Context: an optimization exercise on an open-source flow, tuned for small area, a short achievable clock period and few clock cycles per item. The choices shown serve that exercise and are no tape-out recipe. At most, simulation tests tie the RTL to the original design; equivalence was not proved.

==> job 2819 <==
==> flow/design.v (excerpt) <==
module kiln_pe (
    input  wire        clk,
    input  wire        rst,           
    input  wire        in_valid,      
    input  wire        in_first,      
    input  wire        in_last,       
    input  wire [3:0]  fmt_a,
    input  wire [3:0]  fmt_b,
    input  wire [15:0] a,
    input  wire [15:0] b,
    input  wire [7:0]  scale_a,
    input  wire [7:0]  scale_b,
    input  wire [31:0] in_init,       
    output reg         out_valid,
    output wire [31:0] out_acc,
    output wire        out_knv,       
    output wire        out_kof,       
    output wire        out_iov        
);
    localparam [31:0] QNAN = 32'h7FC0_0000;
    reg        r_v, r_f, r_l;
    reg [3:0]  r_fa, r_fb;
    reg [15:0] r_a, r_b;
    reg [7:0]  r_sa, r_sb;
    reg [31:0] r_init;
    always @(posedge clk) begin
        if (rst) begin
            r_v <= 1'b0;
            r_f <= 1'b0;
            r_l <= 1'b0;
        end else begin
            r_v <= in_valid;
            r_f <= in_valid & in_first;
            r_l <= in_valid & in_last;
        end
        r_fa   <= fmt_a;
        r_fb   <= fmt_b;
        r_a    <= a;
        r_b    <= b;
        r_sa   <= scale_a;
        r_sb   <= scale_b;
        r_init <= in_init;
    end
    wire is_int = (r_fa[3:1] == 3'b000);
    wire is_lns = (r_fa == 4'hC);
    wire               da_s, db_s, da_inf, db_inf, da_nan, db_nan, da_z, db_z;
    wire [10:0]        da_sig, db_sig;
    wire [3:0]         da_lz, db_lz;
    wire signed [9:0]  da_x, db_x;
    kiln_pe_fpdec u_deca (
        .fmt(r_fa), .x(r_a), .scale(r_sa), .sign(da_s), .sig(da_sig), .lz(da_lz), .ex(da_x),
        .is_inf(da_inf), .is_nan(da_nan), .is_zero(da_z)
    );
    kiln_pe_fpdec u_decb (
        .fmt(r_fb), .x(r_b), .scale(r_sb), .sign(db_s), .sig(db_sig), .lz(db_lz), .ex(db_x),
        .is_inf(db_inf), .is_nan(db_nan), .is_zero(db_z)
    );
    wire [21:0] fsig = da_sig * db_sig;
    wire [5:0]        la = r_a[5:0];
    wire [5:0]        lb = r_b[5:0];
    wire signed [5:0] lq = {la[4], la[4:0]} + {lb[4], lb[4:0]};
    reg  [23:0]       lm;
    always @* begin
        case (lq[1:0])
            2'd0:    lm = 24'h80_0000;
            2'd1:    lm = 24'h98_37F0;
            2'd2:    lm = 24'hB5_04F3;
            default: lm = 24'hD7_44FD;
        endcase
    end
  ...
==> module kiln_pe_cadd, before the edit <==
module kiln_pe_cadd #(
    parameter W = 28
) (
    input  wire [W-1:0] x,
    input  wire [W-1:0] y,
    output wire [W-1:0] s0,
    output wire [W-1:0] s1
);
    localparam L = (W > 32) ? 6 : (W > 16) ? 5 : (W > 8) ? 4 : (W > 4) ? 3 : (W > 2) ? 2 : 1;
    wire [W-1:0] p = x ^ y;
    wire [W-1:0] gg [0:L];
    wire [W-1:0] pp [0:L];
    assign gg[0] = x & y;
    assign pp[0] = p;
    genvar l, i;
    generate
        for (l = 0; l < L; l = l + 1) begin : g_lvl
            for (i = 0; i < W; i = i + 1) begin : g_bit
                if (i >= (1 << l)) begin : g_op
                    assign gg[l+1][i] = gg[l][i] | (pp[l][i] & gg[l][i - (1 << l)]);
                    assign pp[l+1][i] = pp[l][i] & pp[l][i - (1 << l)];
                end else begin : g_pass
                    assign gg[l+1][i] = gg[l][i];
                    assign pp[l+1][i] = pp[l][i];
                end
            end
        end
    endgenerate
    wire [W-1:0] c0 = {gg[L][W-2:0], 1'b0};
    wire [W-1:0] c1 = {gg[L][W-2:0] | pp[L][W-2:0], 1'b1};
    assign s0 = p ^ c0;
    assign s1 = p ^ c1;
endmodule
Settings: LEC_CHECK=0, ABC_AREA=1, CAP_MARGIN=20, CORE_MARGIN=2, CORE_UTILIZATION=40, SLEW_MARGIN=20; clock period 32.0 ns.
standard.sh (not shown) runs the stock make flow with config.mk's settings and CLKGATE_MAP_FILE= SYNTH_SCRIPT=/design/flow/synth_recipe.tcl, a recipe that flattens the netlist after the stock synthesis.
==> flow/flow/run.sh <==
#!/bin/bash
# The standard layout with these changes: ADDER_MAP_FILE= SETUP_SLACK_MARGIN=23 'BUFFER_PORTS_ARGS=-buffer_cell sky130_fd_sc_hd__buf_2'
set -euo pipefail
bash standard.sh ADDER_MAP_FILE= SETUP_SLACK_MARGIN=23 'BUFFER_PORTS_ARGS=-buffer_cell sky130_fd_sc_hd__buf_2' finish > standard.log 2>&1
==> job 1167: changes against job 2819 <==
--- a/flow/design.v
+++ b/flow/design.v
@@ -42,3 +42,3 @@
 );
-    localparam L = (W > 32) ? 6 : (W > 16) ? 5 : (W > 8) ? 4 : (W > 4) ? 3 : (W > 2) ? 2 : 1;
+    localparam L = $clog2(W);
     wire [W-1:0] p = x ^ y;
==> flow/flow/run.sh (replaced) <==
#!/bin/bash
# The standard layout, with timing repair aiming for 23 ns of setup slack.
set -euo pipefail
bash standard.sh SETUP_SLACK_MARGIN=23 finish > standard.log 2>&1
==> impl_metrics.json <==
{
  "cts_resized": 13,
  "synth_fp_nets": 7408,
  "status": "no timing/DRC/antenna violations",
  "ys_seq_area_frac": 0.113,
  "synth_top_area_frac": 0.297
}
# the run above: job 2819

==> impl_metrics.json <==
{
  "top_layer": "met5",
  "synth_fp_nets": 6016,
  "wl_met1_um": 62300,
  "ys_seq_area_frac": 0.125,
  "yosys.area_share.simple": 0.371,
  "synth_top_area_frac": 0.185,
  "cpLargestDelayFamily": "adder cells",
  "status": "no timing/DRC/antenna violations"
}
# the run above: job 1167

Testbench counts of job 2819, summed over its fixed seeds: cycles 19,387, steps 19,363.
The RTL of job 1167 was laid out without a check of its function.


==> inputs of 02-19 <==
==> flow/design.v <==
module kiln_pe_lzc #(
    parameter W  = 24,
    parameter CW = 5
) (
    input  wire [W-1:0]  x,
    output reg  [CW-1:0] cnt
);
    integer i;
    always @* begin
        cnt = W[CW-1:0];
        for (i = 0; i < W; i = i + 1)
            if (x[i]) cnt = CW'(W - 1 - i);
    end
endmodule
module kiln_pe_fpdec (
    input  wire [3:0]        fmt,
    input  wire [15:0]       x,
    input  wire [7:0]        scale,
    output reg               sign,
    output reg  [10:0]       sig,
    output wire [3:0]        lz,
    output reg  signed [9:0] ex,
    output reg               is_inf,
    output reg               is_nan,
    output reg               is_zero
);
    reg [7:0]        e;       
    reg [7:0]        ee;      
    reg signed [9:0] k;       
    always @* begin
        sign   = 1'b0;
        sig    = 11'd0;
        e      = 8'd0;
        k      = 10'sd0;
        is_inf = 1'b0;
        is_nan = 1'b0;
        case (fmt)
            4'h0: begin  
                sign = x[7];
                sig  = {x[7] ? 8'd0 - x[7:0] : x[7:0], 3'd0};
            end
            4'h1: begin  
                sig  = {x[7:0], 3'd0};
            end
            4'h7: begin  
                sign   = x[15];
                e      = {3'd0, x[14:10]};
                sig    = {(x[14:10] != 5'd0), x[9:0]};
                k      = -10'sd77;
                is_inf = (x[14:10] == 5'h1F) && (x[9:0] == 10'd0);
                is_nan = (x[14:10] == 5'h1F) && (x[9:0] != 10'd0);
            end
            4'h8: begin  
                sign   = x[15];
                e      = x[14:7];
                sig    = {(x[14:7] != 8'd0), x[6:0], 3'd0};
                k      = -10'sd189;
                is_inf = (x[14:7] == 8'hFF) && (x[6:0] == 7'd0);
                is_nan = (x[14:7] == 8'hFF) && (x[6:0] != 7'd0);
            end
            4'h9: begin  
                sign   = x[7];
                e      = {4'd0, x[6:3]};
                sig    = {(x[6:3] != 4'd0), x[2:0], 7'd0};
                k      = -10'sd69;
                is_nan = (x[6:0] == 7'h7F);
            end
            4'hA: begin  
                sign   = x[7];
                e      = {3'd0, x[6:2]};
                sig    = {(x[6:2] != 5'd0), x[1:0], 8'd0};
                k      = -10'sd77;
                is_inf = (x[6:2] == 5'h1F) && (x[1:0] == 2'd0);
                is_nan = (x[6:2] == 5'h1F) && (x[1:0] != 2'd0);
            end
            default: begin  
                sign   = x[3];
                e      = {6'd0, x[2:1]};
                sig    = {(x[2:1] != 2'd0), x[0], 9'd0};
                k      = -10'sd63;
            end
        endcase
        ee = (e == 8'd0) ? 8'd1 : e;
        ex = $signed({2'd0, ee}) + $signed({2'd0, scale}) + k;
        is_zero = (sig == 11'd0) && !is_inf && !is_nan;
        if (scale == 8'hFF) begin
            is_nan  = 1'b1;
            is_inf  = 1'b0;
            is_zero = 1'b0;
        end
    end
    kiln_pe_lzc #(.W(11), .CW(4)) u_lz (.x(sig), .cnt(lz));
endmodule
module kiln_pe (
    input  wire        clk,
    input  wire        rst,           
    input  wire        in_valid,      
    input  wire        in_first,      
    input  wire        in_last,       
    input  wire [3:0]  fmt_a,
    input  wire [3:0]  fmt_b,
    input  wire [15:0] a,
    input  wire [15:0] b,
    input  wire [7:0]  scale_a,
    input  wire [7:0]  scale_b,
    input  wire [31:0] in_init,       
    output reg         out_valid,
    output wire [31:0] out_acc,
    output wire        out_knv,       
    output wire        out_kof,       
    output wire        out_iov        
);
    localparam [31:0] QNAN = 32'h7FC0_0000;
    reg        r_v, r_f, r_l;
    reg [3:0]  r_fa, r_fb;
    reg [15:0] r_a, r_b;
    reg [7:0]  r_sa, r_sb;
    reg [31:0] r_init;
    always @(posedge clk) begin
        if (rst) begin
            r_v <= 1'b0;
            r_f <= 1'b0;
            r_l <= 1'b0;
        end else begin
            r_v <= in_valid;
            r_f <= in_valid & in_first;
            r_l <= in_valid & in_last;
        end
        r_fa   <= fmt_a;
        r_fb   <= fmt_b;
        r_a    <= a;
        r_b    <= b;
        r_sa   <= scale_a;
        r_sb   <= scale_b;
        r_init <= in_init;
    end
    wire is_int = (r_fa[3:1] == 3'b000);
    wire is_lns = (r_fa == 4'hC);
    wire               da_s, db_s, da_inf, db_inf, da_nan, db_nan, da_z, db_z;
    wire [10:0]        da_sig, db_sig;
    wire [3:0]         da_lz, db_lz;
    wire signed [9:0]  da_x, db_x;
    kiln_pe_fpdec u_deca (
        .fmt(r_fa), .x(r_a), .scale(r_sa), .sign(da_s), .sig(da_sig), .lz(da_lz), .ex(da_x),
        .is_inf(da_inf), .is_nan(da_nan), .is_zero(da_z)
    );
    kiln_pe_fpdec u_decb (
        .fmt(r_fb), .x(r_b), .scale(r_sb), .sign(db_s), .sig(db_sig), .lz(db_lz), .ex(db_x),
        .is_inf(db_inf), .is_nan(db_nan), .is_zero(db_z)
    );
    wire [21:0] fsig = da_sig * db_sig;
    wire [5:0]        la = r_a[5:0];
    wire [5:0]        lb = r_b[5:0];
    wire signed [5:0] lq = {la[4], la[4:0]} + {lb[4], lb[4:0]};
    reg  [23:0]       lm;
    always @* begin
        case (lq[1:0])
            2'd0:    lm = 24'h80_0000;
            2'd1:    lm = 24'h98_37F0;
            2'd2:    lm = 24'hB5_04F3;
            default: lm = 24'hD7_44FD;
        endcase
    end
    wire l_nan  = (la == 6'h30) || (lb == 6'h30) || (r_sa == 8'hFF) || (r_sb == 8'hFF);
    wire l_zero = (la == 6'h10) || (lb == 6'h10);
    wire [23:0]        u_m  = is_lns ? lm : {2'b00, fsig};
    wire signed [10:0] base = is_lns
        ? $signed({{7{lq[5]}}, lq[5:2]}) + $signed({3'd0, r_sa}) + $signed({3'd0, r_sb}) - 11'sd127
        : $signed({da_x[9], da_x}) + $signed({db_x[9], db_x});
    wire [4:0]         lzab = is_lns ? 5'd0 : {1'b0, da_lz} + {1'b0, db_lz} + 5'd2;
    wire signed [10:0] t    = base - 11'sd1 - $signed({6'd0, lzab});
    wire [4:0]         s1   = !t[10] ? lzab : base[4:0] - 5'd1;
    wire [23:0]        v    = u_m << s1;
    wire               one  = !v[23] && (t > 11'sd0);
    wire [23:0]        n_m  = one ? {v[22:0], 1'b0} : v;
    wire signed [10:0] e0   = t[10] ? 11'sd1 : t + 11'sd1;
    wire [8:0]         e0s  = (e0 > 11'sd256) ? 9'd256 : e0[8:0];
    wire [8:0]         e1s  = (t > 11'sd256) ? 9'd256 : t[8:0];
    wire [8:0]         n_e  = one ? e1s : e0s;
    wire [10:0] rsh = 11'sd1 - base;
    wire [4:0]  rs  = (rsh > 11'd26) ? 5'd27 : rsh[4:0];
    reg  [26:0] dn;
    reg         dst;
    integer     j;
    always @* begin
        dn  = {u_m, 3'b000};
        dst = 1'b0;
        for (j = 0; j < 5; j = j + 1)
            if (rs[j]) begin
                dst = dst | |(dn & ((27'd1 << (1 << j)) - 27'd1));
                dn  = dn >> (1 << j);
            end
    end
    reg         p_s, p_nan, p_gnan, p_inf;
    reg [23:0]  p_m;
    reg [8:0]   p_e;
    reg [2:0]   p_t;
    always @* begin
        p_nan  = 1'b0;
        p_gnan = 1'b0;
        p_inf  = 1'b0;
        p_t    = 3'd0;
        if (base < 11'sd1) begin
            p_m = dn[26:3];
            p_t = {dn[2:1], dn[0] | dst};
            p_e = 9'd1;
        end else begin
            p_m = n_m;
            p_e = n_e;
        end
        if (is_lns) begin
            p_s   = la[5] ^ lb[5];
            p_nan = l_nan;
            if (l_zero) begin
                p_s = 1'b0;
                p_m = 24'd0;
                p_e = 9'd0;
                p_t = 3'd0;
            end
        end else begin
            p_s    = da_s ^ db_s;
            p_gnan = !da_nan && !db_nan && ((da_inf && db_z) || (da_z && db_inf));
            p_nan  = da_nan || db_nan || p_gnan;
            p_inf  = !p_nan && (da_inf || db_inf);
            if (da_z || db_z) begin
                p_m = 24'd0;
                p_e = 9'd0;
                p_t = 3'd0;
            end
        end
        if (is_int)
            p_m = {8'd0, fsig[21:6]};
        if (!r_v) begin
            p_s    = 1'b1;
            p_m    = 24'd0;
            p_e    = 9'd0;
            p_t    = 3'd0;
            p_nan  = 1'b0;
            p_gnan = 1'b0;
            p_inf  = 1'b0;
        end
    end
    reg        q_v, q_f, q_l, q_int;
    reg        q_s, q_nan, q_gnan, q_inf;
    reg [23:0] q_m;
    reg [8:0]  q_e;
    reg [2:0]  q_t;
    always @(posedge clk) begin
        if (rst) begin
            q_v <= 1'b0;
            q_f <= 1'b0;
            q_l <= 1'b0;
        end else begin
            q_v <= r_v;
            q_f <= r_f;
            q_l <= r_l;
        end
        if (r_v)
            q_int <= is_int;
        q_s    <= p_s;
        q_nan  <= p_nan;
        q_gnan <= p_gnan;
        q_inf  <= p_inf;
        q_m    <= p_m;
        q_e    <= p_e;
        q_t    <= p_t;
    end
    reg [31:0] acc, res;
    reg        acc_h;         
    reg        knv, kof, iov;
    wire [32:0] isum = {acc[31], acc} + {{16{q_s}}, {1'b0, q_m[15:0]} ^ {17{q_s}}} + {32'd0, q_s};
    wire        iovf = isum[32] ^ isum[31];
    wire        a_s   = acc[31];
    wire [7:0]  a_ef  = acc[30:23];
    wire        a_sub = !acc_h;
    wire        a_max = (a_ef == 8'hFF);
    wire        a_nan = a_max && (acc[22:0] != 23'd0);
    wire        a_inf = a_max && (acc[22:0] == 23'd0);
    wire [8:0]  a_e   = {1'b0, a_ef[7:1], a_ef[0] | a_sub};
    wire [26:0] A     = {!a_sub, acc[22:0], 3'd0};
    wire [26:0] P     = {q_m, q_t};
    wire        sub   = a_s ^ q_s;
    wire [9:0]  d_pa  = {1'b0, q_e} - {1'b0, a_e};
    wire [9:0]  d_ap  = {1'b0, a_e} - {1'b0, q_e};
    wire        pgt   = d_ap[9];             
    wire        agt   = d_pa[9];             
    wire        near  = sub && ((d_pa == 10'd0) || (d_pa == 10'd1) || (d_pa == 10'h3FF));
    wire [8:0]  x_e   = pgt ? q_e : a_e;
    wire        f_xs  = pgt ? q_s : a_s;
    wire [26:0] f_x   = pgt ? P : A;
    wire [26:0] f_y   = pgt ? A : P;
    wire [9:0]  d     = pgt ? d_pa : d_ap;
    wire [4:0]  ash   = (d > 10'd26) ? 5'd27 : d[4:0];
    reg  [26:0] yal;
    reg         yst;
    integer     k;
    always @* begin
        yal = f_y;
        yst = 1'b0;
        for (k = 0; k < 5; k = k + 1)
            if (ash[k]) begin
                yst = yst | |(yal & ((27'd1 << (1 << k)) - 27'd1));
                yal = yal >> (1 << k);
            end
    end
    wire [26:0] f_ya  = {yal[26:1], yal[0] | yst};
    wire [27:0] fsum  = {1'b0, f_x} + ({1'b0, f_ya} ^ {28{sub}}) + {27'd0, sub};
    wire        f_l1  = sub && !fsum[26];
    wire [23:0] f_m   = fsum[27] ? fsum[27:4] : f_l1 ? fsum[25:2] : fsum[26:3];
    wire        f_g   = fsum[27] ? fsum[3]    : f_l1 ? fsum[1]    : fsum[2];
    wire        f_st  = fsum[27] ? |fsum[2:0] : f_l1 ? fsum[0]    : |fsum[1:0];
    wire [9:0]  f_e   = fsum[27] ? {1'b0, x_e} + 10'd1 : f_l1 ? {1'b0, x_e} - 10'd1 : {1'b0, x_e};
    wire [26:0] A1    = pgt ? {1'b0, A[26:1]} : A;
    wire [26:0] P1    = agt ? {1'b0, P[26:2], P[1] | P[0]} : P;
    wire [27:0] n1    = {1'b0, P} - {1'b0, A1};
    wire [27:0] n2    = {1'b0, A} - {1'b0, P1};
    wire        use1  = pgt || (!agt && !n1[27]);
    wire [26:0] nd    = use1 ? n1[26:0] : n2[26:0];
    wire        n_s   = use1 ? q_s : a_s;
    wire [26:0] lcap;
    genvar gk;
    generate
        for (gk = 0; gk < 27; gk = gk + 1) begin : g_lcap
            assign lcap[gk] = (x_e == 9'd27 - gk);
        end
    endgenerate
    wire [4:0]  nn_lz;
    kiln_pe_lzc #(.W(27), .CW(5)) u_lzs (.x(nd | lcap), .cnt(nn_lz));
    wire [26:0] nl    = nd << nn_lz;
    wire [9:0]  nn_e  = {1'b0, x_e} - {5'd0, nn_lz};
    wire [23:0] r_m   = near ? nl[26:3] : f_m;
    wire        r_g   = near ? nl[2]    : f_g;
    wire        r_st  = near ? |nl[1:0] : f_st;
    wire [9:0]  r_e   = near ? nn_e     : f_e;
    wire        r_zero = near ? (nd == 27'd0) : (fsum == 28'd0);
    wire        r_s   = r_zero ? (a_s & q_s) : near ? n_s : f_xs;
    wire        up    = r_g & (r_st | r_m[0]);
    wire [7:0]  r_ef  = r_m[23] ? r_e[7:0] : 8'd0;
    wire [30:0] rnd   = {r_ef, r_m[22:0]} + {30'd0, up};
    wire        big   = r_m[23] && (r_e >= 10'd255);
    wire        ovf   = big || (rnd[30:23] == 8'hFF);
    reg [31:0] f_res;
    reg        f_nv, f_of, f_h;
    always @* begin
        f_h  = 1'b1;
        f_nv = 1'b0;
        f_of = 1'b0;
        if (q_nan || a_nan) begin
            f_res = QNAN;
            f_nv  = q_gnan && !a_nan;
        end else if (a_inf && q_inf && (a_s != q_s)) begin
            f_res = QNAN;
            f_nv  = 1'b1;
        end else if (a_inf || q_inf) begin
            f_res = {a_inf ? a_s : q_s, 8'hFF, 23'd0};
        end else if (big) begin
            f_res = {r_s, 8'hFF, 23'd0};
            f_of  = 1'b1;
        end else begin
            f_res = {r_s, rnd};
            f_of  = ovf;
            f_h   = r_m[23] | rnd[23];
        end
    end
    wire [31:0] nxt = q_int ? isum[31:0] : f_res;
    always @(posedge clk) begin
        res <= nxt;
        acc <= r_f ? r_init : nxt;
        acc_h <= r_f ? (r_init[30:23] != 8'd0) : f_h;
        if (q_int) begin
            knv <= 1'b0;
            kof <= 1'b0;
            iov <= (q_f ? 1'b0 : iov) | iovf;
        end else begin
            knv <= (q_f ? 1'b0 : knv) | f_nv;
            kof <= (q_f ? 1'b0 : kof) | f_of;
            iov <= 1'b0;
        end
    end
    always @(posedge clk) begin
        if (rst)
            out_valid <= 1'b0;
        else
            out_valid <= q_v & q_l;
    end
    assign out_acc = res;
    assign out_knv = knv;
    assign out_kof = kof;
    assign out_iov = iov;
endmodule
==> flow/flow/run.sh <==
#!/bin/bash
# The standard layout, with timing repair aiming for 21 ns of setup slack.
set -euo pipefail
bash standard.sh SETUP_SLACK_MARGIN=21 finish > standard.log 2>&1
==> flow/standard.sh <==
#!/bin/bash
# synth_recipe.tcl (not shown) runs the flow's synth.tcl, then flattens the netlist and writes it again
# the make line also repeats each setting of config.mk as NAME=value (left out here)
make -C /OpenROAD-flow-scripts/flow DESIGN_CONFIG=/design/flow/config.mk WORK_HOME=/design/flow/orfs CLKGATE_MAP_FILE= SYNTH_SCRIPT=/design/flow/synth_recipe.tcl "${@:-finish}"
==> flow/config.mk <==
export PLATFORM = sky130hd
export DESIGN_NAME = kiln_pe
export DESIGN_NICKNAME = kiln_pe
export VERILOG_FILES = /design/flow/design.v
export SDC_FILE = /design/flow/constraint.sdc
export NUM_CORES = 4
export LEC_CHECK = 0
export ABC_AREA = 1
export CAP_MARGIN = 20
export CORE_MARGIN = 2
export CORE_UTILIZATION = 40
export SLEW_MARGIN = 20
==> flow/constraint.sdc <==
create_clock -name core_clock -period 32.0 [get_ports {clk}]
set_input_delay 6.4000 -clock core_clock [delete_from_list [all_inputs] [get_ports {clk}]]
set_output_delay 6.4000 -clock core_clock [all_outputs]
set_load 0.01 [all_outputs]
==> 05-27: changes against 02-19 <==
--- a/flow/design.v
+++ b/flow/design.v
@@ -4,12 +4,65 @@
 ) (
     input  wire [W-1:0]  x,
-    output reg  [CW-1:0] cnt
+    output wire [CW-1:0] cnt
 );
-    integer i;
+    localparam G = (W + 3) / 4;
+    wire [4*G-1:0] xp = {x, {(4*G-W){1'b1}}};
+    wire [G-1:0]   nz;
+    wire [2*G-1:0] gl;
+    genvar i;
+    generate
+        for (i = 0; i < G; i = i + 1) begin : g_grp
+            wire [3:0] q = xp[4*G-1-4*i -: 4];
+            assign nz[i] = |q;
+            assign gl[2*i +: 2] = q[3] ? 2'd0 : q[2] ? 2'd1 : q[1] ? 2'd2 : 2'd3;
+        end
+    endgenerate
+    reg [4:0] hi;
+    reg [1:0] lo;
+    integer k;
     always @* begin
-        cnt = W[CW-1:0];
-        for (i = 0; i < W; i = i + 1)
-            if (x[i]) cnt = CW'(W - 1 - i);
+        hi = G[4:0];
+        lo = 2'd0;
+        for (k = G - 1; k >= 0; k = k - 1)
+            if (nz[k]) begin
+                hi = k[4:0];
+                lo = gl[2*k +: 2];
+            end
     end
+    wire [6:0] full = {hi, lo};
+    assign cnt = full[CW-1:0];
+endmodule
+module kiln_pe_cadd #(
+    parameter W = 28
+) (
+    input  wire [W-1:0] x,
+    input  wire [W-1:0] y,
+    output wire [W-1:0] s0,
+    output wire [W-1:0] s1
+);
+    localparam L = (W > 32) ? 6 : (W > 16) ? 5 : (W > 8) ? 4 : (W > 4) ? 3 : (W > 2) ? 2 : 1;
+    wire [W-1:0] p = x ^ y;
+    wire [W-1:0] gg [0:L];
+    wire [W-1:0] pp [0:L];
+    assign gg[0] = x & y;
+    assign pp[0] = p;
+    genvar l, i;
+    generate
+        for (l = 0; l < L; l = l + 1) begin : g_lvl
+            for (i = 0; i < W; i = i + 1) begin : g_bit
+                if (i >= (1 << l)) begin : g_op
+                    assign gg[l+1][i] = gg[l][i] | (pp[l][i] & gg[l][i - (1 << l)]);
+                    assign pp[l+1][i] = pp[l][i] & pp[l][i - (1 << l)];
+                end else begin : g_pass
+                    assign gg[l+1][i] = gg[l][i];
+                    assign pp[l+1][i] = pp[l][i];
+                end
+            end
+        end
+    endgenerate
+    wire [W-1:0] c0 = {gg[L][W-2:0], 1'b0};
+    wire [W-1:0] c1 = {gg[L][W-2:0] | pp[L][W-2:0], 1'b1};
+    assign s0 = p ^ c0;
+    assign s1 = p ^ c1;
 endmodule
 module kiln_pe_fpdec (
@@ -311,11 +364,11 @@
     wire        f_st  = fsum[27] ? |fsum[2:0] : f_l1 ? fsum[0]    : |fsum[1:0];
     wire [9:0]  f_e   = fsum[27] ? {1'b0, x_e} + 10'd1 : f_l1 ? {1'b0, x_e} - 10'd1 : {1'b0, x_e};
-    wire [26:0] A1    = pgt ? {1'b0, A[26:1]} : A;
-    wire [26:0] P1    = agt ? {1'b0, P[26:2], P[1] | P[0]} : P;
-    wire [27:0] n1    = {1'b0, P} - {1'b0, A1};
-    wire [27:0] n2    = {1'b0, A} - {1'b0, P1};
-    wire        use1  = pgt || (!agt && !n1[27]);
-    wire [26:0] nd    = use1 ? n1[26:0] : n2[26:0];
-    wire        n_s   = use1 ? q_s : a_s;
+    wire [26:0] n_x   = agt ? A : P;
+    wire [26:0] n_y   = pgt ? {1'b0, A[26:1]} : agt ? {1'b0, P[26:2], P[1] | P[0]} : A;
+    wire [27:0] n_s0, n_s1;
+    kiln_pe_cadd #(.W(28)) u_nadd (.x({1'b0, n_x}), .y(~{1'b0, n_y}), .s0(n_s0), .s1(n_s1));
+    wire        n_neg = n_s1[27];
+    wire [26:0] nd    = n_neg ? ~n_s0[26:0] : n_s1[26:0];
+    wire        n_s   = (n_neg || agt) ? a_s : q_s;
     wire [26:0] lcap;
     genvar gk;
@@ -337,7 +390,10 @@
     wire        up    = r_g & (r_st | r_m[0]);
     wire [7:0]  r_ef  = r_m[23] ? r_e[7:0] : 8'd0;
-    wire [30:0] rnd   = {r_ef, r_m[22:0]} + {30'd0, up};
+    wire [30:0] rbase = {r_ef, r_m[22:0]};
+    wire [30:0] rinc  = rbase + 31'd1;
+    wire [30:0] rnd   = up ? rinc : rbase;
+    wire        ones  = &r_m[22:0];
     wire        big   = r_m[23] && (r_e >= 10'd255);
-    wire        ovf   = big || (rnd[30:23] == 8'hFF);
+    wire        ovf   = big || (r_m[23] && (r_e == 10'd254) && ones && up);
     reg [31:0] f_res;
     reg        f_nv, f_of, f_h;
@@ -360,5 +416,5 @@
             f_res = {r_s, rnd};
             f_of  = ovf;
-            f_h   = r_m[23] | rnd[23];
+            f_h   = r_m[23] | (ones & up);
         end
     end
==> flow/flow/run.sh (replaced) <==
#!/bin/bash
# The standard layout with these changes: SETUP_SLACK_MARGIN=23 'BUFFER_PORTS_ARGS=-buffer_cell sky130_fd_sc_hd__buf_2'
set -euo pipefail
bash standard.sh SETUP_SLACK_MARGIN=23 'BUFFER_PORTS_ARGS=-buffer_cell sky130_fd_sc_hd__buf_2' finish > standard.log 2>&1
==> 10-11: changes against 02-19 <==
==> flow/flow/run.sh (replaced) <==
#!/bin/bash
# The standard layout, with timing repair aiming for 23 ns of setup slack.
set -euo pipefail
bash standard.sh SETUP_SLACK_MARGIN=23 finish > standard.log 2>&1
==> notes.md <==
FILL cells about 8600; Sequential Area between 4000 and 5000 sq um; initial antenna violation count 4; number of global-route vias before repair 33118; Pre-antenna DRT Iters 9; starting density of the core 40.5%; status finished clean; WL met2 around 56000 microns; wl on met1 ~61000 microns; Crit path top cell by count nand2_1
Source of the figures above: 02-19

==> notes.md <==
FILL cells a little under 9000; Crit path top cell by count nand2_1; adder-cell share of the synthesized area between 15 and 20%; WL met2 59300 microns; initial antenna violation count 3; status finished clean; kind of critical path reg -> reg; wl on met1 63700 microns; starting density of the core roughly two fifths; number of global-route vias before repair between 30000 and 40000; Sequential Area 4110 sq um; Pre-antenna DRT Iters 6
Source of the figures above: 05-27

==> notes.md <==
status finished clean; Yosys cell types 80; R2R Path End kof; wl on met1 62200 microns; Sequential Area ~4100 sq um; FILL cells between 8000 and 9000; dominant cell by count in the synthesized netlist nand2_1; H-tree Lvls 1; number of global-route vias before repair around 34000; ANT cells 0; NonClk Buf Share 9.63%; WL met2 59200 microns
Source of the figures above: 10-11

Testbench counts of 05-27, summed over its fixed seeds: cycles 19,387, steps 19,363.
No functional check of the RTL was part of 02-19 and 10-11.

[what the ideal ports hide]
How much do the figures lean on ideal ports? The routed layouts below were timed once more, with nothing changed but the port constraints. Step 1 assumes that a clkbuf_16 drives the clock port and a buf_2 every other input. Step 2 times the ports against the registers' clock, not the clock port: input delays grow and output delays shrink by t, the midpoint of the rising clock arrivals with the driver on. a / b / c = ideal ports / drivers / drivers and shift; a / b = the first two.
| run | shift t [ns] | setup WS [ns] | clock arrival spread, ns | cell pins on the clock port's net |
|---|---|---|---|---|
| job 2819 | 0.637 | 23.297 / 23.297 / 23.297 | 0.029 / 0.028 | 1 |
| job 1167 | 0.621 | 23.370 / 23.370 / 23.370 | 0.027 / 0.027 | 1 |
| 02-19 | 0.635 | 21.670 / 21.670 / 21.670 | 0.037 / 0.037 | 1 |
| 05-27 | 0.627 | 23.411 / 23.411 / 23.411 | 0.011 / 0.011 | 1 |
| 10-11 | 0.636 | 22.946 / 22.946 / 22.946 | 0.034 / 0.034 | 1 |
After both steps every run listed still meets setup and hold.
